Context: an optimization exercise on an open-source flow, tuned for small area, a short achievable clock period and few clock cycles per item. The choices shown serve that exercise and are no tape-out recipe.
RTL that was checked went through simulation tests only; none was proved equivalent to the original.
Power is estimated from default activity; no workload was simulated.

== run a ==
==> flow/design.v <==
module walk_corr (
    input  wire         clk,
    input  wire         rst,
    input  wire         in_valid,
    output wire         in_ready,
    input  wire [23:0]  in_t_lo,
    input  wire [23:0]  in_t_l,
    input  wire [15:0]  in_tot_lo,
    input  wire [1:0]   in_level,
    input  wire [9:0]   in_thr_lo,
    input  wire [9:0]   in_thr_mid,
    input  wire [9:0]   in_thr_hi,
    input  wire         in_has_fall,
    input  wire         in_fall_en,
    input  wire         in_walk_en,
    input  wire [511:0] lut,
    output wire         out_valid,
    output wire [23:0]  out_t_c,
    output wire         out_nowalk
);
    localparam integer ND = 7;    
    assign in_ready = 1'b1;
    wire nowalk_i = !in_has_fall || !in_fall_en;
    wire pass_i   = !in_walk_en || nowalk_i;
    wire c_ml = in_thr_mid > in_thr_lo;
    wire c_hl = in_thr_hi  > in_thr_lo;
    wire c_hm = in_thr_hi  > in_thr_mid;
    wire lvl1 = (in_level == 2'd1);
    wire two_i  = lvl1 ? c_ml : (in_level != 2'd0) && (c_ml || c_hl);
    wire sel_hi = !lvl1 && (c_ml ? c_hm : c_hl);
    wire [9:0] d_mid = in_thr_mid - in_thr_lo;
    wire [9:0] d_hi  = in_thr_hi  - in_thr_lo;
    wire [9:0] d_i   = sel_hi ? d_hi : d_mid;
    wire [23:0] diff_i = in_t_l - in_t_lo;
    wire big_i = (diff_i[23:21] != 3'd0) && (in_thr_lo != 10'd0);
    wire div_i = two_i && !pass_i;
    wire [7:0] bin   = in_tot_lo[15:8];
    wire       hi_i  = (bin[7:5] != 3'd0);
    wire       top   = hi_i || (bin[4:0] == 5'd31);
    wire [7:0] frac_i = top ? 8'd0 : in_tot_lo[7:0];
    wire       odd   = bin[0];
    wire [15:0] oh_o = 16'd1 << bin[4:1];
    wire [15:0] oh_e = odd ? {oh_o[14:0], oh_o[15]} : oh_o;
    reg  [15:0] ov, ev;
    integer li;
    always @(*) begin
        ov = 16'd0;
        ev = 16'd0;
        for (li = 0; li < 16; li = li + 1) begin
            ov = ov | ({16{oh_o[li]}} & lut[32*li + 16 +: 16]);
            ev = ev | ({16{oh_e[li]}} & lut[32*li +: 16]);
        end
    end
    wire [15:0] lut0 = hi_i ? lut[511:496] : (odd ? ov : ev);
    wire [15:0] lut1 = odd ? ev : ov;
    reg         a_v, a_pass, a_div, a_big, a_nw;
    reg  [23:0] a_tlo;
    reg  [9:0]  a_x;       
    reg  [20:0] a_y;       
    reg  [15:0] a_k;       
    always @(posedge clk) begin
        a_v    <= in_valid && !rst;
        a_pass <= pass_i;
        a_div  <= div_i;
        a_big  <= big_i;
        a_nw   <= nowalk_i;
        a_tlo  <= in_t_lo;
        a_x    <= div_i ? in_thr_lo : {2'b00, frac_i};
        a_y    <= div_i ? diff_i[20:0] : {5'd0, lut1};
        a_k    <= div_i ? {6'd0, d_i} : lut0;
    end
    wire [16:0] delta = {1'b0, a_y[15:0]} - {1'b0, a_k};
    wire [21:0] y_op  = a_div ? {1'b0, a_y} : {{5{delta[16]}}, delta};
    reg  [31:0] row [0:5];
    reg  [22:0] bm, bp;
    reg         bneg, bone, btwo, bx0, pneg;
    integer     bi;
    always @(*) begin
        pneg = 1'b0;
        for (bi = 0; bi < 6; bi = bi + 1) begin
            bx0  = (bi == 0) ? 1'b0 : a_x[2*bi-1];
            if (bi == 5) begin
                bneg = 1'b0;
                bone = bx0;
                btwo = 1'b0;
            end else begin
                bneg = a_x[2*bi+1] & ~(a_x[2*bi] & bx0);
                bone = a_x[2*bi] ^ bx0;
                btwo = (a_x[2*bi+1] & ~a_x[2*bi] & ~bx0) | (~a_x[2*bi+1] & a_x[2*bi] & bx0);
            end
            bm = bone ? {y_op[21], y_op} : (btwo ? {y_op, 1'b0} : 23'd0);
            bp = bneg ? ~bm : bm;
            if (bi == 0)
                row[bi] = {(bp[22] ? 10'h2AB : 10'h2AC), bp[21:0]};
            else
                row[bi] = ({9'd0, ~bp[22], bp[21:0]} << (2*bi)) | ({31'd0, pneg} << (2*bi-2));
            pneg = bneg;
        end
    end
    function [63:0] csa;    
        input [31:0] a, b, c;
        begin
            csa = {((a & b) | (a & c) | (b & c)) << 1, a ^ b ^ c};
        end
    endfunction
    wire [63:0] l1a = csa(row[0], row[1], row[2]);
    wire [63:0] l1b = csa(row[3], row[4], row[5]);
    wire [63:0] l2  = csa(l1a[31:0], l1a[63:32], l1b[31:0]);
    wire [63:0] l3  = csa(l2[31:0], l2[63:32], l1b[63:32]);
    reg         m_v, m_pass, m_div, m_big, m_nw;
    reg  [23:0] m_tlo;
    reg  [31:0] m_s, m_c;
    reg  [15:0] m_k;
    always @(posedge clk) begin
        m_v    <= a_v && !rst;
        m_pass <= a_pass;
        m_div  <= a_div;
        m_big  <= a_big;
        m_nw   <= a_nw;
        m_tlo  <= a_tlo;
        m_s    <= l3[31:0];
        m_c    <= l3[63:32];
        m_k    <= a_k;
    end
    wire [31:0] k_add = m_div ? {23'd0, m_k[9:1]} : {8'd0, m_k, 8'h80};
    wire [31:0] m     = m_s + m_c + k_add;
    wire [15:0] w_t   = m[23:8];
    wire        tsat  = (w_t[15:11] != 5'd0);
    wire [9:0]  m_d   = m_k[9:0];
    wire [11:0] sb0   = {1'b0, m[21:11]} - {2'b00, m_d};
    wire        q11   = !sb0[11];
    wire [9:0]  r0    = q11 ? sb0[9:0] : m[20:11];
    reg         s_v   [0:ND-1];
    reg         s_nw  [0:ND-1];
    reg         s_div [0:ND-1];
    reg         s_sat [0:ND-1];
    reg  [23:0] s_tlo [0:ND-1];
    reg  [9:0]  s_r   [0:ND-1];
    reg  [11:0] s_nq  [0:ND-1];
    reg  [9:0]  s_d   [0:ND-1];
    reg         s_tw  [0:ND-1];
    always @(posedge clk) begin
        s_v[0]   <= m_v && !rst;
        s_nw[0]  <= m_nw;
        s_div[0] <= m_div;
        s_sat[0] <= m_div ? (m_big || (m[31:22] != 10'd0) || q11) : (!m_pass && tsat);
        s_tlo[0] <= m_tlo;
        s_r[0]   <= r0;
        s_nq[0]  <= {m[10:0], q11};
        s_d[0]   <= m_div ? m_d : (m_pass ? 10'd0 : w_t[9:0]);
        s_tw[0]  <= !m_div && !m_pass && w_t[10];
    end
    genvar gs;
    generate
        for (gs = 0; gs < ND - 2; gs = gs + 1) begin : g_div
            reg  [10:0] t;
            reg  [11:0] sb;
            reg  [9:0]  r;
            reg  [11:0] nq;
            integer     k;
            always @(*) begin
                r  = s_r[gs];
                nq = s_nq[gs];
                for (k = 0; k < 2; k = k + 1) begin
                    t  = {r, nq[11]};
                    sb = {1'b0, t} - {2'b00, s_d[gs]};
                    nq = {nq[10:0], !sb[11]};
                    r  = sb[11] ? t[9:0] : sb[9:0];
                end
            end
            always @(posedge clk) begin
                s_v[gs+1]   <= s_v[gs] && !rst;
                s_nw[gs+1]  <= s_nw[gs];
                s_div[gs+1] <= s_div[gs];
                s_sat[gs+1] <= s_sat[gs];
                s_tlo[gs+1] <= s_tlo[gs];
                s_r[gs+1]   <= r;
                s_nq[gs+1]  <= nq;
                s_d[gs+1]   <= s_d[gs];
                s_tw[gs+1]  <= s_tw[gs];
            end
        end
    endgenerate
    localparam integer L = ND - 2;
    wire [10:0] tl  = {s_r[L], s_nq[L][11]};
    wire [11:0] sl  = {1'b0, tl} - {2'b00, s_d[L]};
    wire        q0  = !sl[11];
    wire [11:0] w_h = s_sat[L] ? 12'h800 :
                      s_div[L] ? {1'b0, s_nq[L][9:0], 1'b0} : {1'b0, s_tw[L], s_d[L]};
    wire [24:0] x_i = {1'b0, s_tlo[L]} - {13'd0, w_h};
    reg         o_v, o_nw, o_lsb;
    reg  [24:0] o_x;
    always @(posedge clk) begin
        o_v   <= s_v[L] && !rst;
        o_nw  <= s_nw[L];
        o_x   <= x_i;
        o_lsb <= s_div[L] && !s_sat[L] && q0;
    end
    wire [24:0] tc = o_x - {24'd0, o_lsb};
    assign out_valid  = o_v;
    assign out_t_c    = tc[24] ? 24'd0 : tc[23:0];
    assign out_nowalk = o_nw;
endmodule
Settings: LEC_CHECK=0, ABC_CLOCK_PERIOD_IN_PS=3000, CAP_MARGIN=20, CORE_MARGIN=2, CORE_UTILIZATION=40, SETUP_SLACK_MARGIN=5, SLEW_MARGIN=20; clock period 13.0 ns.
standard.sh (not shown) runs the stock make flow with config.mk's settings and CLKGATE_MAP_FILE= SYNTH_SCRIPT=/design/flow/synth_recipe.tcl, a recipe that flattens the netlist after the stock synthesis.
==> flow/flow/run.sh <==
#!/bin/bash
# The standard layout, with the smallest buffer (buf_1) on every input and
# output port instead of the one buffer_ports picks by default.
set -euo pipefail
export BUFFER_PORTS_ARGS="-buffer_cell sky130_fd_sc_hd__buf_1"
bash standard.sh > standard_flow.log 2>&1
Testbench counts of run a, summed over its fixed seeds: cycles 12,072, pulses 12,000.
For run b, these inputs were changed with respect to run a:
--- a/flow/design.v
+++ b/flow/design.v
@@ -110,7 +110,8 @@
     reg         m_v, m_pass, m_div, m_big, m_nw;
     reg  [23:0] m_tlo;
     reg  [31:0] m_s, m_c;
-    reg  [15:0] m_k;
+    reg  [23:0] m_ka;      
+    reg  [9:0]  m_d;
     always @(posedge clk) begin
         m_v    <= a_v && !rst;
         m_pass <= a_pass;
@@ -120,13 +121,12 @@
         m_tlo  <= a_tlo;
         m_s    <= l3[31:0];
         m_c    <= l3[63:32];
-        m_k    <= a_k;
-    end
-    wire [31:0] k_add = m_div ? {23'd0, m_k[9:1]} : {8'd0, m_k, 8'h80};
-    wire [31:0] m     = m_s + m_c + k_add;
+        m_ka   <= a_div ? {15'd0, a_k[9:1]} : {a_k, 8'h80};
+        m_d    <= a_k[9:0];
+    end
+    wire [31:0] m     = m_s + m_c + {8'd0, m_ka};
     wire [15:0] w_t   = m[23:8];
     wire        tsat  = (w_t[15:11] != 5'd0);
-    wire [9:0]  m_d   = m_k[9:0];
     wire [11:0] sb0   = {1'b0, m[21:11]} - {2'b00, m_d};
     wire        q11   = !sb0[11];
     wire [9:0]  r0    = q11 ? sb0[9:0] : m[20:11];
### Flow results
- Run b finished all stages; the layout is clean.
- Reported for run b and run a, number of synthesized flops with an enable pin turned out identical to the last digit.
- Summary — largest vdd supply drop, run b relative to run a: higher, by 0.015 mV.
- Run b vs run a: synthesized area up slightly
- Run a reports its slowest stage cell on the critical path as or4_4 while run b reports xor2_2.
- Looking only at antenna diode count, and setting everything else aside, the lower value of run b and run a goes to run b.
- Compared with run a, in run b clock buffer instance count of the final layout now sits higher; placeable core region now sits higher; first-pass GRT wire length now sits higher; number of placed instances, taps included now sits at about the same level; sink count of the clock tree now sits higher.
- Number of register bits inferred by synthesis ends up higher on run b.
- Re part of the power in the clock network: run b is 0.6 points up on run a.
Function not checked in run b: the RTL went through the layout flow alone.

[separate check: timing with driven ports]
In the flow no input, the clock included, has a driving cell. The finished layouts below were timed again as built, in two steps. Step 1 sets driving cells, clkbuf_16 on the clock port and buf_2 on the other inputs (assumed; they add their load-dependent delay and slew). Step 2 times the ports against the registers' clock, not the clock port: input delays grow and output delays shrink by t, the midpoint of the rising clock arrivals with the driver on. a / b / c = ideal / step 1 / step 2; a / b = the first two.
run	t (ns)	setup slack, ns	worst register clock-pin slew, ns	worst data-port slew with drivers (ns)
run a	0.675	6.945 / 6.883 / 6.521	0.08 / 0.08	0.33
run b	0.677	6.888 / 6.823 / 6.602	0.07 / 0.07	0.26
After both steps every run listed still meets setup and hold. The setup slack of run a, which loses most, moves by -0.062 ns with the drivers and by -0.424 ns with both steps.
